Source: an optimization exercise on an open RTL-to-GDS flow (aim: small area). Production flows keep margins and buffers that such runs may drop. Function was checked by simulation only, so behaviour that the tests miss may differ from the original. Power is estimated from default activity; no workload was simulated.

## run 1
Design vg63_loop_law, start of the top module:
module vg63_loop_law (
    input  wire        clk,
    input  wire        rst,
    input  wire        cfg_we,
    input  wire [6:0]  cfg_addr,
    input  wire [31:0] cfg_wdata,
    input  wire        in_valid,
    output wire        in_ready,
    input  wire [31:0] in_e,
    input  wire [31:0] in_vn,
    input  wire [31:0] in_an,
    output reg         out_valid,
    output wire [31:0] out_y,
    output wire [31:0] out_ye,
    output reg         out_hi,
    output reg         out_lo,
    output reg         out_frozen
);
    localparam [3:0] ST_IDLE = 4'd0,
                     ST_FF   = 4'd1,
                     ST_FWD  = 4'd2,
                     ST_L1   = 4'd3,
                     ST_L2   = 4'd4,
                     ST_OW   = 4'd5,
                     ST_OP   = 4'd6,
                     ST_UW   = 4'd7,
                     ST_UPD  = 4'd8;
    reg  [4:0] ph;
    wire [2:0] p8 = ph[2:0];
    reg  [3:0] st;
    reg  [2:0] k;           
    reg  [6:0] c;           
    reg  [1:0] pass;        
    reg        pend;        
    reg  [6:0] adr;         
    reg  [2:0] nm1;         
    reg  [7:0] imask;
  ...
Size in the first run: about 5,200 cells after synthesis, about 2,700 flip-flops, about 69,000 sq um of cells after synthesis.
clock: 18.0 ns
lec_check: 0
abc_area: 1
cap_margin: 20
core_margin: 2
core_utilization: 75
cts_buf_list: sky130_fd_sc_hd__clkbuf_8
cts_cluster_diameter: 50
cts_cluster_size: 16
place_density: 0.82
slew_margin: 20
standard.sh (not shown) runs the stock make flow with config.mk's settings and CLKGATE_MAP_FILE= SYNTH_SCRIPT=/design/flow/synth_recipe.tcl, a recipe that flattens the netlist after the stock synthesis.
==> flow/flow/run.sh <==
#!/bin/bash
# The standard layout (standard.sh), with two of its settings changed:
# ports buffered with buf_1, and a clock tree without dummy loads.
set -euo pipefail
export BUFFER_PORTS_ARGS="-buffer_cell sky130_fd_sc_hd__buf_1"
export CTS_ARGS="-sink_clustering_enable -repair_clock_nets -sink_clustering_size 18 -sink_clustering_max_diameter 45 -buf_list sky130_fd_sc_hd__clkbuf_8 -dont_use_dummy_load"
bash standard.sh finish > standard_flow.log 2>&1
Run 1 completed end to end with timing, DRC and antenna clean.
Modified inputs, run 2 compared to run 1
Settings: ABC_AREA no longer set, was 1.
==> flow/flow/run.sh <==
#!/bin/bash
# The standard layout (standard.sh), with two of its settings changed:
# ports buffered with buf_1, and a clock tree without dummy loads.
set -euo pipefail
export BUFFER_PORTS_ARGS="-buffer_cell sky130_fd_sc_hd__buf_1"
export CTS_ARGS="-sink_clustering_enable -repair_clock_nets -sink_clustering_size 16 -sink_clustering_max_diameter 50 -buf_list sky130_fd_sc_hd__clkbuf_8 -dont_use_dummy_load"
bash standard.sh finish > standard_flow.log 2>&1
Results
Run 2: PASS, flow complete, no timing, DRC or antenna violations
Run 2 does better than run 1 on total power.
In the metrics for run 1 and run 2, the one carrying the lower met2 wirelength from detailed routing is run 2.
Re total number of nets in the final design: run 1 and run 2 aren't equal, and the lower value belongs to run 2.
NOTE: total inserted antenna cells in run 2 exceeds that of run 1
Fraction of the yosys area taken by sequential cells ended up 0.30 points lower on run 2 than on run 1.
Looking at relative contribution of combinational cells to total power, run 2 sits below run 1.
Comparing run 1 against run 2, there is no change at all in post-detailed-route DRC marker count.
Power in sequential cells in run 2 is about 2% below run 1.
Compare run 1 and run 2 | layout overhead on the synthesized area lower: run 1
The following lists how run 3 was set up differently from run 2:
Settings: putting ABC_AREA at 1 where nothing was set.
==> flow/flow/run.sh <==
#!/bin/bash
# The standard layout (standard.sh), with two of its settings changed:
# ports buffered with buf_1, and a clock tree without dummy loads.
set -euo pipefail
export BUFFER_PORTS_ARGS="-buffer_cell sky130_fd_sc_hd__buf_1"
export CTS_ARGS="-sink_clustering_enable -repair_clock_nets -sink_clustering_size 9 -sink_clustering_max_diameter 35 -buf_list sky130_fd_sc_hd__clkbuf_4 -dont_use_dummy_load"
bash standard.sh finish > standard_flow.log 2>&1
[summary]
Wire length on met2 (run 3 vs. run 2) increases by a little under 10%. Delta (run 3 minus run 2): remaining global-route overflow neither gained nor lost much; post-layout minimum cycle time decreased by 0.24 ns relative to the old numbers; routed wire length shows an increase of about 10%; peak ir drop on the vdd network went up; number of global-route vias before repair increased 13%. Number of inserted diodes is higher on run 3. Between run 3 and run 2, the wire length per cell after detailed routing figures differ only marginally. Run 3 vs. run 2: number of placed instances with taps included went up by 482. Relative to run 2, non-clock buffer count decreased by 19 in run 3. Cell count after synthesis: run 3 vs run 2 up 9.7%.
The inputs of run 4 differ from those of run 3 as listed below.
Settings: a deleted ABC_AREA that had been 1.
==> flow/flow/run.sh <==
#!/bin/bash
# The standard layout (standard.sh), with two of its settings changed:
# ports buffered with buf_1, and a clock tree without dummy loads.
set -euo pipefail
export BUFFER_PORTS_ARGS="-buffer_cell sky130_fd_sc_hd__buf_1"
export CTS_ARGS="-sink_clustering_enable -repair_clock_nets -sink_clustering_size 18 -sink_clustering_max_diameter 45 -buf_list sky130_fd_sc_hd__clkbuf_8 -dont_use_dummy_load"
bash standard.sh finish > standard_flow.log 2>&1
Findings:
Sort run 4 and run 3 by cell area after technology mapping asc -> top: run 3
Total wire length improves in run 4 relative to run 3.
The number of inserted filler cells in the final layout reported for run 4 is smaller than that of run 3 by 52.
All of run 4 and run 3 finish clean.
Comparing non-clock buffer count for run 4 and run 3, the bigger number came from run 4.
Run 4 against run 3: fraction of met3 tracks used by global routing saw a decrease, setup slack -0.23 ns, global-route usage over all layers went down 3.7 points, worst-case headroom to the max-slew limit went down 3.9 points, die boundary height saw little to no change.


Setup of old:
Starting RTL as in the previous note.
==> flow/config.mk <==
export PLATFORM = sky130hd
export DESIGN_NAME = vg63_loop_law
export DESIGN_NICKNAME = vg63_loop_law
export VERILOG_FILES = /design/flow/design.v
export SDC_FILE = /design/flow/constraint.sdc
export NUM_CORES = 8
export LEC_CHECK = 0
export CAP_MARGIN = 20
export CORE_MARGIN = 2
export CORE_UTILIZATION = 75
export CTS_BUF_LIST = sky130_fd_sc_hd__clkbuf_8
export CTS_CLUSTER_DIAMETER = 50
export CTS_CLUSTER_SIZE = 16
export PLACE_DENSITY = 0.82
export SLEW_MARGIN = 20
==> flow/constraint.sdc <==
create_clock -name core_clock -period 18.0 [get_ports {clk}]
set_input_delay 3.6000 -clock core_clock [delete_from_list [all_inputs] [get_ports {clk}]]
set_output_delay 3.6000 -clock core_clock [all_outputs]
set_load 0.01 [all_outputs]
==> flow/flow/run.sh <==
#!/bin/bash
# The standard layout (standard.sh), with two of its settings changed:
# ports buffered with buf_1, and a clock tree without dummy loads.
set -euo pipefail
export BUFFER_PORTS_ARGS="-buffer_cell sky130_fd_sc_hd__buf_1"
export CTS_ARGS="-sink_clustering_enable -repair_clock_nets -sink_clustering_size 34 -sink_clustering_max_diameter 55 -buf_list sky130_fd_sc_hd__clkbuf_16 -dont_use_dummy_load"
bash standard.sh finish > standard_flow.log 2>&1
Both conditions hold for old: the flow ran to the end and the final layout passed the timing, design-rule and antenna checks.
[inputs] new vs old
- SLEW_MARGIN now 10, was 20
- CAP_MARGIN now 10, was 20
==> flow/flow/run.sh <==
#!/bin/bash
# The standard layout (standard.sh), with two of its settings changed:
# ports buffered with buf_1, and a clock tree without dummy loads.
set -euo pipefail
export BUFFER_PORTS_ARGS="-buffer_cell sky130_fd_sc_hd__buf_1"
export CTS_ARGS="-sink_clustering_enable -repair_clock_nets -sink_clustering_size 16 -sink_clustering_max_diameter 50 -buf_list sky130_fd_sc_hd__clkbuf_8 -dont_use_dummy_load"
bash standard.sh finish > standard_flow.log 2>&1
Findings:
new finished every step from synthesis to the final layout, and the layout passed the timing, design-rule and antenna checks.
Taking old as the reference, in new proportion of power drawn by the clock network dropped 3.3 points, number of cells in the finished layout apart from fillers climbed 1.0%, met2 track demand over resource dropped 5.5 points, clock transition at the register clock pins on the worst setup and hold paths after CTS dropped 0.03 ns.

[what the ideal ports hide]
How much do the figures lean on ideal ports? The routed layouts below were timed once more, with nothing changed but the port constraints. Step 1 assumes that a clkbuf_16 drives the clock port and a buf_2 every other input. Step 2 also shifts input and output timing later by t, the mid clock arrival at the registers, as if the neighbouring blocks saw the same clock. a / b / c = ideal ports / drivers / drivers and shift; a / b = the first two.
run	t, ns	slack for setup (ns)	hold slack, ns	worst register clock-pin slew, ns	worst data-port slew with drivers (ns)
run 1	0.933	3.196 / 3.196 / 3.196	0.255 / 0.255 / 0.255	0.12 / 0.12	0.14
run 2	0.927	2.972 / 2.972 / 2.972	0.284 / 0.284 / 0.284	0.11 / 0.11	0.15
run 3	1.308	3.216 / 3.216 / 3.216	0.243 / 0.243 / 0.243	0.12 / 0.12	0.12
run 4	0.894	2.985 / 2.985 / 2.985	0.275 / 0.275 / 0.275	0.11 / 0.11	0.15
old	0.815	2.943 / 2.943 / 2.943	0.251 / 0.251 / 0.251	0.12 / 0.12	0.15
new	0.904	2.981 / 2.981 / 2.981	0.276 / 0.276 / 0.276	0.10 / 0.10	0.15
After both steps every run listed still meets setup and hold.
